Context: an optimization exercise on an open-source flow, tuned for small area, a short achievable clock period and few clock cycles. The choices shown serve that exercise and are no tape-out recipe.
The RTL was checked by simulation tests, not by an equivalence proof against the original design.

==> flow/design.v <==
module bx8_compress (
    input  wire [31:0] x,
    output wire [14:0] w
);
    wire [7:0]  ex  = x[30:23];
    wire        nrm = (ex != 8'd0);
    wire [23:0] sig = {nrm, x[22:0]};
    reg [23:0] pre;
    integer i;
    always @* begin
        pre[23] = sig[23];
        for (i = 22; i >= 0; i = i - 1)
            pre[i] = pre[i+1] | sig[i];
    end
    reg [4:0] lz;
    always @* begin
        lz = 5'd0;
        for (i = 0; i < 24; i = i + 1)
            if (sig[i]) lz = 5'd23 - i[4:0];
    end
    wire [23:0] ss = sig << lz;           
    wire [8:0]  e9 = nrm ? {1'b0, ex} : pre[0] ? (9'd1 - {4'd0, lz}) : 9'h1E1;
    wire [3:0]  fk = ss[22:19];
    wire        st = |(sig[18:0] & pre[23:5]);    
    assign w = {x[31], e9, fk, st};
endmodule
module bx8_elem_round (
    input  wire [14:0] w,
    input  wire [9:0]  k,
    input  wire [1:0]  fmt,
    output wire [7:0]  code,
    output wire        inexact,
    output wire        underflow,
    output wire        saturate
);
    wire       s    = w[14];
    wire [8:0] e9   = w[13:5];
    wire [3:0] f    = w[4:1];
    wire       st   = w[0];
    wire       zero = (e9 == 9'h1E1);
    wire       fj4  = (fmt == 2'd1);
    wire       fj8g = (fmt == 2'd3);
    wire [9:0] d    = {e9[8], e9} - k;            
    wire       tiny = d[9];
    reg  [2:0] t;
    always @* begin
        if (!tiny)
            t = 3'd0;
        else if (d[8:3] != 6'h3F)
            t = 3'd6;
        else case (d[2:0])
            3'd7:    t = 3'd1;
            3'd6:    t = 3'd2;
            3'd5:    t = 3'd3;
            3'd4:    t = 3'd4;
            3'd3:    t = 3'd5;
            default: t = 3'd6;
        endcase
    end
    reg [4:0] ext;
    reg       sx;
    always @* begin
        if (fj4)       begin ext = {3'b001, f[3:2]};  sx = f[1] | f[0] | st; end
        else if (fj8g) begin ext = {2'b01, f[3:1]};   sx = f[0] | st;        end
        else           begin ext = {1'b1, f};         sx = st;               end
    end
    wire [10:0] sh      = {ext, 6'd0} >> t;
    wire [3:0]  kept    = sh[10:7];
    wire        rnd     = sh[6];
    wire        stk     = sx | (|sh[5:0]);
    wire [4:0]  rounded = {1'b0, kept} + {4'd0, rnd & (stk | kept[0])};
    reg [6:0] bsh;
    reg       big;
    always @* begin
        if (fj4)       begin bsh = {4'd0, d[1:0], 1'b0}; big = (d[8:2] != 7'd0); end
        else if (fj8g) begin bsh = {d[4:0], 2'b0};       big = (d[8:5] != 4'd0); end
        else           begin bsh = {d[3:0], 3'b0};       big = (d[8:4] != 5'd0); end
        if (tiny) begin bsh = 7'd0; big = 1'b0; end
    end
    wire [7:0] cmag = {1'b0, bsh} + {3'd0, rounded};
    wire       sat  = big | (fj4 ? (cmag[7:3] != 5'd0) : cmag[7]);
    wire [6:0] mag  = sat ? (fj4 ? 7'h07 : 7'h7F) : cmag[6:0];
    assign code      = (zero || mag == 7'd0) ? 8'h00
                     : fj4 ? {4'h0, s, mag[2:0]} : {s, mag};
    assign inexact   = !zero & (rnd | stk | sat);
    assign underflow = !zero & tiny & (rnd | stk);
    assign saturate  = !zero & sat;
endmodule
module bx8_scale_key (
    input  wire [30:0] x,
    input  wire [1:0]  fmt,
    output reg  [8:0]  key
);
    wire [22:0] f = x[22:0];
    always @* begin
        case (fmt)
            2'd1:    key = {x[30:23], f[22] & (|f[21:0])};
            2'd3:    key = {x[30:23], (&f[22:21]) & (|f[20:0])};
            default: key = {x[30:23], (&f[22:20]) & (|f[19:0])};
        endcase
    end
endmodule
module bx8_choose_scale (
    input  wire [8:0]  key,
    input  wire [1:0]  fmt,
    output wire [7:0]  bx8
);
    reg [4:0] c;                   
    always @* begin
        case (fmt)
            2'd1:    c = key[0] ? 5'd1  : 5'd2;
            2'd3:    c = key[0] ? 5'd15 : 5'd16;
            default: c = key[0] ? 5'd7  : 5'd8;
        endcase
    end
    wire [8:0] t = {1'b0, key[8:1]} - {4'd0, c};
    assign bx8 = t[8] ? 8'h00 : t[7:0];
endmodule
module bx8_quant (
    input  wire        clk,
    input  wire        rst,         
    input  wire        in_valid,
    output wire        in_ready,
    input  wire [31:0] in_data,     
    input  wire [1:0]  in_fmt,      
    input  wire        in_given,    
    input  wire [7:0]  in_scale,    
    output wire        out_valid,
    input  wire        out_ready,
    output wire [7:0]  out_code,    
    output wire [7:0]  out_bx8,     
    output wire        out_last,    
    output wire [3:0]  out_flags    
);
    localparam integer N  = 67;     
    localparam integer RP = 64;     
    localparam integer W  = 15;     
    function [6:0] inc7(input [6:0] x);
        reg c; integer i;
        begin
            c = 1'b1;
            for (i = 0; i < 7; i = i + 1) begin inc7[i] = x[i] ^ c; c = c & x[i]; end
        end
    endfunction
    function [6:0] dec7(input [6:0] x);
        reg b; integer i;
        begin
            b = 1'b1;
            for (i = 0; i < 7; i = i + 1) begin dec7[i] = x[i] ^ b; b = b & ~x[i]; end
        end
    endfunction
    reg        in_ready_r;
    reg [5:0]  aidx;               
    reg        rin_v, rin_first, rin_last, rin_last_d;
    reg [31:0] rin_d;              
    reg [1:0]  fmt_l;              
    reg        giv_l;
    reg [7:0]  scl_l;
    assign in_ready = in_ready_r;
    wire fire = in_valid & in_ready_r;
    always @(posedge clk) begin
        rin_d <= in_data;
        if (fire & (aidx == 6'd0)) begin
            fmt_l <= in_fmt;
            giv_l <= in_given;
            scl_l <= in_scale;
        end
    end
    reg  [W*N-1:0] ring;
    wire [W-1:0]   comp;
    bx8_compress u_comp (.x(rin_d), .w(comp));
    always @(posedge clk)
        ring <= {ring[W*(N-1)-1:0], rin_v ? comp : ring[W*N-1 -: W]};
    reg [8:0]  key_run;            
    reg        nf_l;               
    wire [8:0] key_x;
    bx8_scale_key u_key (.x(rin_d[30:0]), .fmt(fmt_l), .key(key_x));
    wire       nf_x      = &rin_d[30:23];
    wire [8:0] key_run_n = (rin_first || key_x > key_run) ? key_x : key_run;
    wire       nf_n      = nf_x | (nf_l & ~rin_first);
    always @(posedge clk) begin
        if (rin_v) begin
            key_run <= key_run_n;
            nf_l    <= nf_n;
        end
    end
    reg        wp;                 
    reg        rb;                 
    reg [1:0]  nrdy;               
    reg [8:0]  p0_key, p1_key;     
    reg        p0_giv, p1_giv;
    reg [1:0]  p0_fmt, p1_fmt;
    reg        p0_nf, p1_nf;
    wire [8:0] key_blk = giv_l ? {1'b0, scl_l} : key_run_n;
    always @(posedge clk) begin
        if (rin_last & ~wp) begin
            p0_key <= key_blk;
            p0_giv <= giv_l;
            p0_fmt <= fmt_l;
            p0_nf  <= nf_n;
        end
        if (rin_last & wp) begin
            p1_key <= key_blk;
            p1_giv <= giv_l;
            p1_fmt <= fmt_l;
            p1_nf  <= nf_n;
        end
    end
    wire [7:0] e_auto0, e_auto1;
    bx8_choose_scale u_sc0 (.key(p0_key), .fmt(p0_fmt), .bx8(e_auto0));
    bx8_choose_scale u_sc1 (.key(p1_key), .fmt(p1_fmt), .bx8(e_auto1));
    wire [7:0] e0 = p0_giv ? p0_key[7:0] : e_auto0;
    wire [7:0] e1 = p1_giv ? p1_key[7:0] : e_auto1;
    wire [7:0] rb_e   = rb ? e1 : e0;
    wire [1:0] rb_fmt = rb ? p1_fmt : p0_fmt;
    wire       rb_nf  = rb ? p1_nf : p0_nf;
    reg [6:0]  wd;                 
    reg [6:0]  cnt;                
    wire [6:0] cnt_p = inc7(cnt);
    wire [6:0] cnt_m = dec7(cnt);
    wire [6:0] aidx_x = inc7({1'b0, aidx});
    wire [5:0] aidx_p = aidx_x[5:0];
    reg [2:0]  facc;               
    reg        ov;
    reg [7:0]  o_code, o_bx8;
    reg        o_last;
    reg [3:0]  o_flags;
    wire [6:0] wd_m  = (wd == 7'd0) ? N - 1 : dec7(wd);
    wire       ralign = (cnt == wd_m) | ((cnt == N) & (wd == 7'd1));
    wire rcan    = ralign & (nrdy != 2'd0);
    wire oload   = ~ov | out_ready;
    wire rd      = rcan & oload;
    wire rd_last = (cnt[5:0] == aidx_p);
    wire bdone   = rd & rd_last;
    wire       rb_n = bdone ? ~rb : rb;
    wire [9:0] k0   = {2'd0, e0} - ((p0_fmt == 2'd1) ? 10'd0 : (p0_fmt == 2'd3) ? 10'd14 : 10'd6);
    wire [9:0] k1   = {2'd0, e1} - ((p1_fmt == 2'd1) ? 10'd0 : (p1_fmt == 2'd3) ? 10'd14 : 10'd6);
    reg  [9:0] kc;
    always @(posedge clk)
        kc <= rb_n ? k1 : k0;
    wire [W-1:0] rword = ring[W*RP +: W];
    wire [7:0] el_code;
    wire       el_inx, el_unf, el_sat;
    bx8_elem_round u_round (
        .w(rword), .k(kc), .fmt(rb_fmt),
        .code(el_code), .inexact(el_inx), .underflow(el_unf), .saturate(el_sat)
    );
    wire [2:0] el_fl = {el_sat, el_unf, el_inx};
    wire [6:0] cnt_n = fire ? (rd ? cnt : cnt_p) : (rd ? cnt_m : cnt);
    wire       lt0   = (cnt < N);           
    wire       lt1   = (cnt < N - 1);
    wire       ok_n  = fire ? (rd ? lt0 : lt1) : (rd | lt0);
    wire [1:0] nrdy_p = {nrdy[1] ^ nrdy[0], ~nrdy[0]};
    wire [1:0] nrdy_m = {nrdy[1] ^ ~nrdy[0], ~nrdy[0]};
    always @(posedge clk) begin
        if (rst) begin
            in_ready_r <= 1'b1;
            aidx       <= 6'd0;
            rin_v      <= 1'b0;
            rin_first  <= 1'b0;
            rin_last   <= 1'b0;
            rin_last_d <= 1'b0;
            wd         <= 7'd0;
            cnt        <= 7'd0;
            wp         <= 1'b0;
            rb         <= 1'b0;
            nrdy       <= 2'd0;
            facc       <= 3'd0;
            ov         <= 1'b0;
        end else begin
            rin_v      <= fire;
            rin_first  <= fire & (aidx == 6'd0);
            rin_last   <= fire & (aidx == 6'd63);
            rin_last_d <= rin_last;
            if (fire)
                aidx <= aidx_p;
            wd         <= fire ? 7'd0 : (wd == 7'd0) ? N - 1 : dec7(wd);
            cnt        <= cnt_n;
            in_ready_r <= (fire | (wd == 7'd1)) & ok_n;
            if (rin_last)
                wp <= ~wp;
            if (bdone)
                rb <= ~rb;
            nrdy <= rin_last_d ? (bdone ? nrdy : nrdy_p) : (bdone ? nrdy_m : nrdy);
            if (oload & rcan)
                facc <= rd_last ? 3'd0 : (facc | el_fl);
            if (oload)
                ov <= rcan;
        end
    end
    always @(posedge clk) begin
        if (oload) begin
            o_code  <= rb_nf ? ((rb_fmt == 2'd1) ? 8'h00 : 8'h80) : el_code;
            o_bx8   <= rb_nf ? 8'hFF : rb_e;
            o_last  <= rd_last;
            o_flags <= rb_nf ? 4'b1000 : {1'b0, facc | el_fl};
        end
    end
    assign out_valid = ov;
    assign out_code  = o_code;
    assign out_bx8   = o_bx8;
    assign out_last  = o_last;
    assign out_flags = o_flags;
endmodule
clock: 25.0 ns
lec_check: 0
cap_margin: 20
core_margin: 2
core_utilization: 67
cts_cluster_diameter: 64
cts_cluster_size: 32
place_density: 0.8
slew_margin: 20
standard.sh (not shown) runs the stock make flow with config.mk's settings and CLKGATE_MAP_FILE= SYNTH_SCRIPT=/design/flow/synth_recipe.tcl, a recipe that flattens the netlist after the stock synthesis.
==> flow/flow/run.sh <==
#!/bin/bash
# The standard layout, with the port buffers made from buf_4 cells instead of
# the resizer's default pick (a delay cell), and the resizer's timing repair
# asked to keep extra setup slack, so that it also works on paths that meet
# the clock period already.
set -euo pipefail
export BUFFER_PORTS_ARGS="-buffer_cell sky130_fd_sc_hd__buf_4"
export SETUP_SLACK_MARGIN=18.9
bash standard.sh > standard.log 2>&1
Testbench counts at the start, summed over its fixed seeds: cycles 16,920.
Rerun with:
--- a/flow/design.v
+++ b/flow/design.v
@@ -188,28 +188,22 @@
     reg        rb;                 
     reg [1:0]  nrdy;               
-    reg [8:0]  p0_key, p1_key;     
-    reg        p0_giv, p1_giv;
+    reg [7:0]  e0, e1;             
     reg [1:0]  p0_fmt, p1_fmt;
     reg        p0_nf, p1_nf;
-    wire [8:0] key_blk = giv_l ? {1'b0, scl_l} : key_run_n;
+    wire [7:0] e_auto;
+    bx8_choose_scale u_sc (.key(key_run_n), .fmt(fmt_l), .bx8(e_auto));
+    wire [7:0] e_blk = nf_n ? 8'hFF : giv_l ? scl_l : e_auto;
     always @(posedge clk) begin
         if (rin_last & ~wp) begin
-            p0_key <= key_blk;
-            p0_giv <= giv_l;
+            e0     <= e_blk;
             p0_fmt <= fmt_l;
             p0_nf  <= nf_n;
         end
         if (rin_last & wp) begin
-            p1_key <= key_blk;
-            p1_giv <= giv_l;
+            e1     <= e_blk;
             p1_fmt <= fmt_l;
             p1_nf  <= nf_n;
         end
     end
-    wire [7:0] e_auto0, e_auto1;
-    bx8_choose_scale u_sc0 (.key(p0_key), .fmt(p0_fmt), .bx8(e_auto0));
-    bx8_choose_scale u_sc1 (.key(p1_key), .fmt(p1_fmt), .bx8(e_auto1));
-    wire [7:0] e0 = p0_giv ? p0_key[7:0] : e_auto0;
-    wire [7:0] e1 = p1_giv ? p1_key[7:0] : e_auto1;
     wire [7:0] rb_e   = rb ? e1 : e0;
     wire [1:0] rb_fmt = rb ? p1_fmt : p0_fmt;
@@ -292,5 +286,5 @@
         if (oload) begin
             o_code  <= rb_nf ? ((rb_fmt == 2'd1) ? 8'h00 : 8'h80) : el_code;
-            o_bx8   <= rb_nf ? 8'hFF : rb_e;
+            o_bx8   <= rb_e;
             o_last  <= rd_last;
             o_flags <= rb_nf ? 4'b1000 : {1'b0, facc | el_fl};
Outcome: The changed run produced a clean layout. Routed wire length shrinks by 7.3%. Die area shrinks by 0.92%. Cell area shrinks by 0.41%. Sequential share of layout area stays flat. Via count shrinks by 2.9%.
Testbench counts after the change, summed over its fixed seeds: cycles 16,920.

[port drivers added, routing unchanged]
How much do the figures lean on ideal ports? The routed layouts below were timed once more, with nothing changed but the port constraints. Step 1: set_driving_cell puts a clkbuf_16 on clk and a buf_2 on each other input, an assumption about the parent block. Step 2 adds t to the input delays and takes it off the output delays; t is the mean of the earliest and latest rising clock arrival at the registers after step 1. Input paths then give back, and output paths get back, about the clock's delay inside the block. a / b / c = ideal / step 1 / step 2; a / b = the first two.
run	shift t [ns]	slack for setup (ns)	hold WS [ns]
the first run	0.659	18.810 / 18.753 / 18.350	0.323 / 0.323 / 0.323
the second run	0.660	18.817 / 18.762 / 18.420	0.305 / 0.305 / 0.305
After both steps setup and hold are still met in every run listed. The setup slack of the first run, which loses most, moves by -0.057 ns with the drivers and by -0.460 ns with both steps.
